This is an optimization exercise on Yosys and OpenROAD, whose aim is small area and a short achievable clock period, not a production implementation. The RTL was checked by simulation tests, not by an equivalence proof against the original design. The clock input has no modelled driver; a real chip could not lean on it and would need a root buffer or a full tree.

==> inputs of yarrow <==
## fehel_flit_rx
module fehel_flit_rx (
    input  wire        clk,
    input  wire        rst,
    input  wire        in_valid,
    input  wire [63:0] in_data,
    output reg         res_valid,
    output reg         res_crc_ok,
    output wire        res_ctrl,
    output wire [3:0]  res_err,        
    output wire [4:0]  res_msgs,
    output wire [19:0] res_vc_slots,   
    output wire [11:0] res_fseq,
    output wire [11:0] res_fack
);
==> flow/config.mk <==
export PLATFORM = sky130hd
export DESIGN_NAME = fehel_flit_rx
export DESIGN_NICKNAME = fehel_flit_rx
export VERILOG_FILES = /design/flow/design.v
export SDC_FILE = /design/flow/constraint.sdc
export NUM_CORES = 4
export LEC_CHECK = 0
export CAP_MARGIN = 20
export CORE_MARGIN = 2
export CORE_UTILIZATION = 40
export SLEW_MARGIN = 20
==> flow/constraint.sdc <==
create_clock -name core_clock -period 12.0 [get_ports {clk}]
set_input_delay 2.4000 -clock core_clock [delete_from_list [all_inputs] [get_ports {clk}]]
set_output_delay 2.4000 -clock core_clock [all_outputs]
set_load 0.01 [all_outputs]
standard.sh (not shown) runs the stock make flow with config.mk's settings and CLKGATE_MAP_FILE= SYNTH_SCRIPT=/design/flow/synth_recipe.tcl, a recipe that flattens the netlist after the stock synthesis.
==> flow/flow/run.sh <==
#!/bin/bash
# Standard layout, with a plain buffer (buf_1) on every port instead of the
# default port buffer cell.
set -euo pipefail
bash standard.sh "BUFFER_PORTS_ARGS=-buffer_cell sky130_fd_sc_hd__buf_1" finish > make_finish.log 2>&1
==> quartz (differences from yarrow) <==
--- a/flow/design.v
+++ b/flow/design.v
@@ -890,25 +890,21 @@
     reg        hdr_ev;     
     reg        slot_ev;    
     reg        last_ev;    
     reg  [7:0] op_r;
     reg  [4:0] len_r;
+    wire [5:0] beat_inc   = beat + 6'd1;
+    wire       slot_beat  = beat[0] && (beat != 6'd63);
+    wire       last_beat  = (beat == 6'd63);
     always @(posedge clk) begin
-        op_r  <= in_data[7:0];
-        len_r <= in_data[12:8];
-        if (rst) begin
-            beat    <= 6'd0;
-            hdr_ev  <= 1'b0;
-            slot_ev <= 1'b0;
-            last_ev <= 1'b0;
-        end else begin
-            hdr_ev  <= in_valid && first;
-            slot_ev <= in_valid && beat[0] && (beat != 6'd63);
-            last_ev <= in_valid && (beat == 6'd63);
-            if (in_valid)
-                beat <= beat + 6'd1;
-        end
+        op_r    <= in_data[7:0];
+        len_r   <= in_data[12:8];
+        hdr_ev  <= !rst && in_valid && first;
+        slot_ev <= !rst && in_valid && slot_beat;
+        last_ev <= !rst && in_valid && last_beat;
+        if (rst || in_valid)
+            beat <= beat_inc & {6{!rst}};
     end
     reg  [11:0] fseq;
     reg  [11:0] fack;
     reg         ctrl;
     reg         ftype_err;
@@ -1008,27 +1004,17 @@
             if (inc && inc_vc == 2'd2) vc2 <= vc2 + 5'd1;
             if (inc && inc_vc == 2'd3) vc3 <= vc3 + 5'd1;
         end
     end
     wire any_err = ftype_err | cont_err | opcode_err | len_err;
+    wire carry_ld = last_ev && crc_good && (any_err || !ctrl);
     always @(posedge clk) begin
         res_crc_ok <= crc_good;
-        if (rst) begin
-            res_valid <= 1'b0;
-            carry     <= 5'd0;
-            carry_vc  <= 2'd0;
-        end else begin
-            res_valid <= last_ev;
-            if (last_ev && crc_good) begin
-                if (any_err) begin
-                    carry    <= 5'd0;
-                    carry_vc <= 2'd0;
-                end else if (!ctrl) begin
-                    carry    <= rem;
-                    carry_vc <= cur_vc;
-                end
-            end
+        res_valid  <= !rst && last_ev;
+        if (rst || carry_ld) begin
+            carry    <= (any_err || rst) ? 5'd0 : rem;
+            carry_vc <= (any_err || rst) ? 2'd0 : cur_vc;
         end
     end
     assign res_ctrl     = ctrl;
     assign res_err      = {len_err, opcode_err, cont_err, ftype_err};
     assign res_msgs     = msgs;
==> flow/flow/run.sh (replaced) <==
#!/bin/bash
# Layout: the standard ORFS flow (standard.sh), with these changes:
#  - every port gets a plain buf_1 as its port buffer;
#  - clock tree: two short levels of clock buffers (flow/cts_manual.tcl,
#    8 leaf buffers under 4 root buffers);
#  - the timing repair after CTS and after global routing aims for a setup
#    slack margin of 8.75 ns.
#  Placement settings: PLACE_DENSITY=0.7. Repair settings: none.
# Each make call's output goes to its own make_*.log; ORFS keeps each tool's
# log under orfs/logs/.
set -euo pipefail
H=$PWD
B="BUFFER_PORTS_ARGS=-buffer_cell sky130_fd_sc_hd__buf_1"
C="PRE_CTS_TCL=$H/flow/cts_manual.tcl"
bash standard.sh "$B" "$C" synth > make_synth.log 2>&1
bash standard.sh "$B" "$C" PLACE_DENSITY=0.7 floorplan place > make_place.log 2>&1
bash standard.sh "$B" "$C" PLACE_DENSITY=0.7 SETUP_SLACK_MARGIN=8.75  cts > make_cts.log 2>&1
bash standard.sh "$B" "$C" PLACE_DENSITY=0.7 SETUP_SLACK_MARGIN=8.75  finish > make_finish.log 2>&1
==> flow/flow/cts_manual.tcl (new file) <==
# Sourced by ORFS's cts.tcl as PRE_CTS_TCL. Replaces clock_tree_synthesis
# with a short two-level clock tree: the registers are split by location
# into NLEAF groups of equal size (halving by x, then by y, ...), each driven
# by a leaf clock buffer at the group's centre; the leaf buffers are split
# the same way into NROOT groups, each driven by a root clock buffer at its
# centre. The clock port feeds only the NROOT root buffers, and every
# register sees exactly one root and one leaf buffer.

proc mcts_split { items n } {
  set groups [list $items]
  set axis 0
  while { [llength $groups] < $n } {
    set ng {}
    foreach g $groups {
      set s [lsort -integer -index $axis $g]
      set h [expr { [llength $s] / 2 }]
      lappend ng [lrange $s 0 [expr { $h - 1 }]] [lrange $s $h end]
    }
    set groups $ng
    set axis [expr { 1 - $axis }]
  }
  return $groups
}

proc mcts_drive { block master name in_net group } {
  # group: list of {x y iterm}; returns {cx cy A-iterm}
  set sx 0; set sy 0
  foreach s $group { incr sx [lindex $s 0]; incr sy [lindex $s 1] }
  set n [llength $group]
  set cx [expr { $sx / $n }]
  set cy [expr { $sy / $n }]
  set inst [odb::dbInst_create $block $master $name]
  set net [odb::dbNet_create $block "${name}_net"]
  $net setSigType CLOCK
  [$inst findITerm X] connect $net
  foreach s $group {
    set it [lindex $s 2]
    $it disconnect
    $it connect $net
  }
  $inst setLocation [expr { $cx - [$master getWidth] / 2 }] [expr { $cy - [$master getHeight] / 2 }]
  $inst setPlacementStatus PLACED
  set a [$inst findITerm A]
  $a connect $in_net
  puts "manual_cts: $name drives $n pins at ($cx, $cy)"
  return [list $cx $cy $a]
}

proc manual_cts { } {
  set nleaf 8
  set nroot 4
  if { [info exists ::env(MCTS_NLEAF)] } { set nleaf $::env(MCTS_NLEAF) }
  if { [info exists ::env(MCTS_NROOT)] } { set nroot $::env(MCTS_NROOT) }
  set block [ord::get_db_block]
  set db [ord::get_db]
  set leafcell sky130_fd_sc_hd__clkbuf_16
  set rootcell sky130_fd_sc_hd__clkbuf_16
  if { [info exists ::env(MCTS_LEAF)] } { set leafcell $::env(MCTS_LEAF) }
  if { [info exists ::env(MCTS_ROOT)] } { set rootcell $::env(MCTS_ROOT) }
  set leafm [$db findMaster $leafcell]
  set rootm [$db findMaster $rootcell]
  set clk_net [$block findNet clk]
  set sinks {}
  foreach it [$clk_net getITerms] {
    set bb [[$it getInst] getBBox]
    lappend sinks [list [expr { ([$bb xMin] + [$bb xMax]) / 2 }] \
                        [expr { ([$bb yMin] + [$bb yMax]) / 2 }] $it]
  }
  set leaves {}
  set k 0
  foreach g [mcts_split $sinks $nleaf] {
    lappend leaves [mcts_drive $block $leafm "clkbuf_leaf_$k" $clk_net $g]
    incr k
  }
  set k 0
  foreach g [mcts_split $leaves $nroot] {
    mcts_drive $block $rootm "clkbuf_root_$k" $clk_net $g
    incr k
  }
  $clk_net setSigType CLOCK
  set_propagated_clock [all_clocks]
}

rename clock_tree_synthesis orig_clock_tree_synthesis
proc clock_tree_synthesis { args } {
  manual_cts
}
Settings changed: CORE_UTILIZATION 40 to 45.
==> nickel (differences from yarrow) <==
==> flow/run.sh (new file) <==
#!/bin/bash
# synth_recipe.tcl (not shown) runs the flow's synth.tcl, then flattens the netlist and writes it again
# the make line also repeats each setting of config.mk as NAME=value (left out here)
make -C /OpenROAD-flow-scripts/flow DESIGN_CONFIG=/design/flow/config.mk WORK_HOME=/design/flow/orfs CLKGATE_MAP_FILE= SYNTH_SCRIPT=/design/flow/synth_recipe.tcl finish
removed: flow/flow/run.sh
removed: flow/standard.sh
==> summary of the runs <==
Critical path depth: quartz > yarrow > nickel.
Register-to-register slack is about the same in yarrow and nickel.
The lowest global-route usage belongs to yarrow, the highest to quartz.
Synthesized area is the same in nickel and yarrow.
In yarrow the sequential share of layout area is lower than in quartz, by 0.35 points.
==> figures <==
item                                                                           nickel                      yarrow      quartz
Outcome                                              no timing/DRC/antenna violations  no timing/DRC/antenna violations  no timing/DRC/antenna violations
Setup slack of the worst register-to-register path                            8.27 ns                     8.27 ns     8.72 ns
Critical path startpoint category                                            register                   input pin    register
Proportion of cell area occupied by multi-input gates                           0.598                       0.631       0.612
Critical Path End                                                         res_msgs[2]                     beat[5]       u[15]
Core Rows                                                                          71                          71          66
Synthesized area per cell                                                    10.3 µm²                    10.3 µm²    10.1 µm²
Fmax achieved                                                               0.260 GHz                   0.259 GHz   0.305 GHz
Average wire length per cell after detail routing                             29.8 µm                     27.8 µm     28.9 µm
Initial core utilization                                                        0.406                       0.406       0.455
Total of plain and repair buffers excluding clock buffers                         154                         140           -
Placed wire-length estimate                                                   48.9 mm                     44.8 mm     44.9 mm
CTS Root Buffer Type                                       sky130_fd_sc_hd__clkbuf_16  sky130_fd_sc_hd__clkbuf_16           -
Arrival time worst endpoint                                                   1.45 ns                     4.25 ns     3.33 ns
Fraction of the mapped netlist area in simple logic gates                      0.0767                      0.0767      0.0734
Multi-In Gates                                                                   1204                        1204        1177
In quartz the design's own scripts or RTL, not TritonCTS, make the clock network.

==> inputs of run E <==
RTL: one of the versions met above, not the one the previous note started from.
Settings: LEC_CHECK=0, CAP_MARGIN=20, CORE_MARGIN=2, CORE_UTILIZATION=55, SLEW_MARGIN=20; clock period 12.0 ns.
==> flow/flow/run.sh <==
#!/bin/bash
# Layout: the standard ORFS flow (standard.sh), with these changes:
#  - every port gets a plain buf_1 as its port buffer;
#  - clock tree: two short levels of clock buffers (flow/cts_manual.tcl,
#    8 leaf buffers under 4 root buffers);
#  - the timing repair after CTS and after global routing aims for a setup
#    slack margin of 8.9 ns.
#  Placement settings: none. Repair settings: none.
# Each make call's output goes to its own make_*.log; ORFS keeps each tool's
# log under orfs/logs/.
set -euo pipefail
H=$PWD
B="BUFFER_PORTS_ARGS=-buffer_cell sky130_fd_sc_hd__buf_1"
C="PRE_CTS_TCL=$H/flow/cts_manual.tcl"
bash standard.sh "$B" "$C" synth > make_synth.log 2>&1
bash standard.sh "$B" "$C"  floorplan place > make_place.log 2>&1
bash standard.sh "$B" "$C"  SETUP_SLACK_MARGIN=8.9  cts > make_cts.log 2>&1
bash standard.sh "$B" "$C"  SETUP_SLACK_MARGIN=8.9  finish > make_finish.log 2>&1
==> flow/flow/cts_manual.tcl <==
# Sourced by ORFS's cts.tcl as PRE_CTS_TCL. Replaces clock_tree_synthesis
# with a short two-level clock tree: the registers are split by location
# into NLEAF groups of equal size (halving by x, then by y, ...), each driven
# by a leaf clock buffer at the group's centre; the leaf buffers are split
# the same way into NROOT groups, each driven by a root clock buffer at its
# centre. The clock port feeds only the NROOT root buffers, and every
# register sees exactly one root and one leaf buffer.

proc mcts_split { items n } {
  set groups [list $items]
  set axis 0
  while { [llength $groups] < $n } {
    set ng {}
    foreach g $groups {
      set s [lsort -integer -index $axis $g]
      set h [expr { [llength $s] / 2 }]
      lappend ng [lrange $s 0 [expr { $h - 1 }]] [lrange $s $h end]
    }
    set groups $ng
    set axis [expr { 1 - $axis }]
  }
  return $groups
}

proc mcts_drive { block master name in_net group } {
  # group: list of {x y iterm}; returns {cx cy A-iterm}
  set sx 0; set sy 0
  foreach s $group { incr sx [lindex $s 0]; incr sy [lindex $s 1] }
  set n [llength $group]
  set cx [expr { $sx / $n }]
  set cy [expr { $sy / $n }]
  set inst [odb::dbInst_create $block $master $name]
  set net [odb::dbNet_create $block "${name}_net"]
  $net setSigType CLOCK
  [$inst findITerm X] connect $net
  foreach s $group {
    set it [lindex $s 2]
    $it disconnect
    $it connect $net
  }
  $inst setLocation [expr { $cx - [$master getWidth] / 2 }] [expr { $cy - [$master getHeight] / 2 }]
  $inst setPlacementStatus PLACED
  set a [$inst findITerm A]
  $a connect $in_net
  puts "manual_cts: $name drives $n pins at ($cx, $cy)"
  return [list $cx $cy $a]
}

proc manual_cts { } {
  set nleaf 8
  set nroot 4
  if { [info exists ::env(MCTS_NLEAF)] } { set nleaf $::env(MCTS_NLEAF) }
  if { [info exists ::env(MCTS_NROOT)] } { set nroot $::env(MCTS_NROOT) }
  set block [ord::get_db_block]
  set db [ord::get_db]
  set leafcell sky130_fd_sc_hd__clkbuf_16
  set rootcell sky130_fd_sc_hd__clkbuf_16
  if { [info exists ::env(MCTS_LEAF)] } { set leafcell $::env(MCTS_LEAF) }
  if { [info exists ::env(MCTS_ROOT)] } { set rootcell $::env(MCTS_ROOT) }
  set leafm [$db findMaster $leafcell]
  set rootm [$db findMaster $rootcell]
  set clk_net [$block findNet clk]
  set sinks {}
  foreach it [$clk_net getITerms] {
    set bb [[$it getInst] getBBox]
    lappend sinks [list [expr { ([$bb xMin] + [$bb xMax]) / 2 }] \
                        [expr { ([$bb yMin] + [$bb yMax]) / 2 }] $it]
  }
  set leaves {}
  set k 0
  foreach g [mcts_split $sinks $nleaf] {
    lappend leaves [mcts_drive $block $leafm "clkbuf_leaf_$k" $clk_net $g]
    incr k
  }
  set k 0
  foreach g [mcts_split $leaves $nroot] {
    mcts_drive $block $rootm "clkbuf_root_$k" $clk_net $g
    incr k
  }
  $clk_net setSigType CLOCK
  set_propagated_clock [all_clocks]
}

rename clock_tree_synthesis orig_clock_tree_synthesis
proc clock_tree_synthesis { args } {
  manual_cts
}
==> run P (differences from run E) <==
==> flow/flow/run.sh (replaced) <==
#!/bin/bash
# Layout: the standard ORFS flow (standard.sh), with these changes:
#  - every port gets a plain buf_1 as its port buffer;
#  - clock tree: two short levels of clock buffers (flow/cts_manual.tcl,
#    8 leaf buffers under 2 root buffers);
#  - the timing repair after CTS and after global routing aims for a setup
#    slack margin of 8.7 ns.
#  Placement settings: none. Repair settings: none.
# Each make call's output goes to its own make_*.log; ORFS keeps each tool's
# log under orfs/logs/.
set -euo pipefail
H=$PWD
B="BUFFER_PORTS_ARGS=-buffer_cell sky130_fd_sc_hd__buf_1"
C="PRE_CTS_TCL=$H/flow/cts_manual.tcl"
bash standard.sh "$B" "$C" synth > make_synth.log 2>&1
bash standard.sh "$B" "$C"  floorplan place > make_place.log 2>&1
bash standard.sh "$B" "$C"  SETUP_SLACK_MARGIN=8.7  cts > make_cts.log 2>&1
bash standard.sh "$B" "$C"  SETUP_SLACK_MARGIN=8.7  finish > make_finish.log 2>&1
--- a/flow/flow/cts_manual.tcl
+++ b/flow/flow/cts_manual.tcl
@@ -46,11 +46,11 @@
   return [list $cx $cy $a]
 }
 
 proc manual_cts { } {
   set nleaf 8
-  set nroot 4
+  set nroot 2
   if { [info exists ::env(MCTS_NLEAF)] } { set nleaf $::env(MCTS_NLEAF) }
   if { [info exists ::env(MCTS_NROOT)] } { set nroot $::env(MCTS_NROOT) }
   set block [ord::get_db_block]
   set db [ord::get_db]
   set leafcell sky130_fd_sc_hd__clkbuf_16
- CORE_UTILIZATION: 55 -> 60
==> run R (differences from run E) <==
--- a/flow/design.v
+++ b/flow/design.v
@@ -890,21 +890,25 @@
     reg        hdr_ev;     
     reg        slot_ev;    
     reg        last_ev;    
     reg  [7:0] op_r;
     reg  [4:0] len_r;
-    wire [5:0] beat_inc   = beat + 6'd1;
-    wire       slot_beat  = beat[0] && (beat != 6'd63);
-    wire       last_beat  = (beat == 6'd63);
     always @(posedge clk) begin
-        op_r    <= in_data[7:0];
-        len_r   <= in_data[12:8];
-        hdr_ev  <= !rst && in_valid && first;
-        slot_ev <= !rst && in_valid && slot_beat;
-        last_ev <= !rst && in_valid && last_beat;
-        if (rst || in_valid)
-            beat <= beat_inc & {6{!rst}};
+        op_r  <= in_data[7:0];
+        len_r <= in_data[12:8];
+        if (rst) begin
+            beat    <= 6'd0;
+            hdr_ev  <= 1'b0;
+            slot_ev <= 1'b0;
+            last_ev <= 1'b0;
+        end else begin
+            hdr_ev  <= in_valid && first;
+            slot_ev <= in_valid && beat[0] && (beat != 6'd63);
+            last_ev <= in_valid && (beat == 6'd63);
+            if (in_valid)
+                beat <= beat + 6'd1;
+        end
     end
     reg  [11:0] fseq;
     reg  [11:0] fack;
     reg         ctrl;
     reg         ftype_err;
@@ -1004,17 +1008,27 @@
             if (inc && inc_vc == 2'd2) vc2 <= vc2 + 5'd1;
             if (inc && inc_vc == 2'd3) vc3 <= vc3 + 5'd1;
         end
     end
     wire any_err = ftype_err | cont_err | opcode_err | len_err;
-    wire carry_ld = last_ev && crc_good && (any_err || !ctrl);
     always @(posedge clk) begin
         res_crc_ok <= crc_good;
-        res_valid  <= !rst && last_ev;
-        if (rst || carry_ld) begin
-            carry    <= (any_err || rst) ? 5'd0 : rem;
-            carry_vc <= (any_err || rst) ? 2'd0 : cur_vc;
+        if (rst) begin
+            res_valid <= 1'b0;
+            carry     <= 5'd0;
+            carry_vc  <= 2'd0;
+        end else begin
+            res_valid <= last_ev;
+            if (last_ev && crc_good) begin
+                if (any_err) begin
+                    carry    <= 5'd0;
+                    carry_vc <= 2'd0;
+                end else if (!ctrl) begin
+                    carry    <= rem;
+                    carry_vc <= cur_vc;
+                end
+            end
         end
     end
     assign res_ctrl     = ctrl;
     assign res_err      = {len_err, opcode_err, cont_err, ftype_err};
     assign res_msgs     = msgs;
==> flow/flow/run.sh (replaced) <==
#!/bin/bash
# Standard layout, with a plain buffer (buf_1) on every port, and timing
# repair aiming for a setup slack margin.
set -euo pipefail
bash standard.sh "BUFFER_PORTS_ARGS=-buffer_cell sky130_fd_sc_hd__buf_1" SETUP_SLACK_MARGIN=8.8 finish > make_finish.log 2>&1
- CORE_UTILIZATION: 55 -> 40
removed: flow/flow/cts_manual.tcl
==> run summary <==
- Register-to-register slack, lowest first: run P, run R, run E.
- Against run E, the hold slack of run P is better by 4.6 ps.
- Of run E and run P, run E has the higher final cell count (gap about 4.5%, measured against run P).
- Between run E and run R, the lower synthesized area is in run E (gap 3.4%, measured against run R).
- In run R the global-route usage is lower than in run P, by 9.2 points.
==> figures <==
item                                                                                      run E                    run P                     run R
Area Overhead vs Synth                                                                    19.7%                    11.1%                     19.9%
Routed length on met3                                                                   5720 um                  5800 um                   5320 um
First-pass GRT wire length                                                             78900 um                 74900 um                  85100 um
Reg clk slew, reported paths                                                              80 ps                    80 ps                     70 ps
Average detailed-routed wire length per instance                                        28.4 um                  28.3 um                   27.9 um
Sum of routed wire segments on met1                                                    20700 um                 19300 um                  24400 um
WS Path Type                                                           flip-flop to output port   flip-flop to flip-flop  flip-flop to output port
Register-to-Register Setup Slack                                                        8860 ps                  8590 ps                   8770 ps
WP data required                                                                        9600 ps                 12120 ps                   9600 ps
Die Outline Area                                                                      28100 um2                25800 um2                 39700 um2
Number of placement rows                                                                     59                       57                        71
Fraction of the mapped netlist area in compound gates                                     3.47%                    3.47%                     3.66%
Via count of the first global-routing pass                                                11274                    10657                     11334
Run status                                                              complete, no violations  complete, no violations   complete, no violations
Parity-gate share of the synthesized area counting xor and xnor cells                     54.3%                    54.3%                     55.5%
The clock cells of run E and run P come from the design's own scripts or RTL, not from TritonCTS.

==> separate check: timing with driven ports <==
No port has a modelled driver above. Below, the same layouts with a new extraction and two added sets of constraints. Step 1 sets driving cells, clkbuf_16 on the clock port and buf_2 on the other inputs (assumed; they add their load-dependent delay and slew). Step 2, shift: input delay + t, output delay - t, t = (earliest + latest rising clock arrival at the registers) / 2. This alone moves slack from input paths to output paths. Three values: no drivers, after step 1, after step 2; two values: the first two.
| run | t, ns | setup WS [ns] | slew at the worst register clock pin (ns) |
|---|---|---|---|
| yarrow | 0.514 | 8.136 / 8.168 / 7.654 | 0.07 / 0.07 |
| quartz | 0.408 | 8.723 / 8.632 / 8.478 | 0.11 / 0.11 |
| nickel | 0.522 | 8.155 / 8.097 / 7.875 | 0.08 / 0.08 |
| run E | 0.406 | 8.745 / 8.628 / 8.616 | 0.10 / 0.10 |
| run P | 0.412 | 8.585 / 8.585 / 8.467 | 0.10 / 0.10 |
| run R | 0.518 | 8.567 / 8.512 / 8.402 | 0.08 / 0.08 |
After both steps every run listed still meets setup and hold. The setup slack of yarrow, which loses most, moves by +0.032 ns with the drivers and by -0.482 ns with both steps.
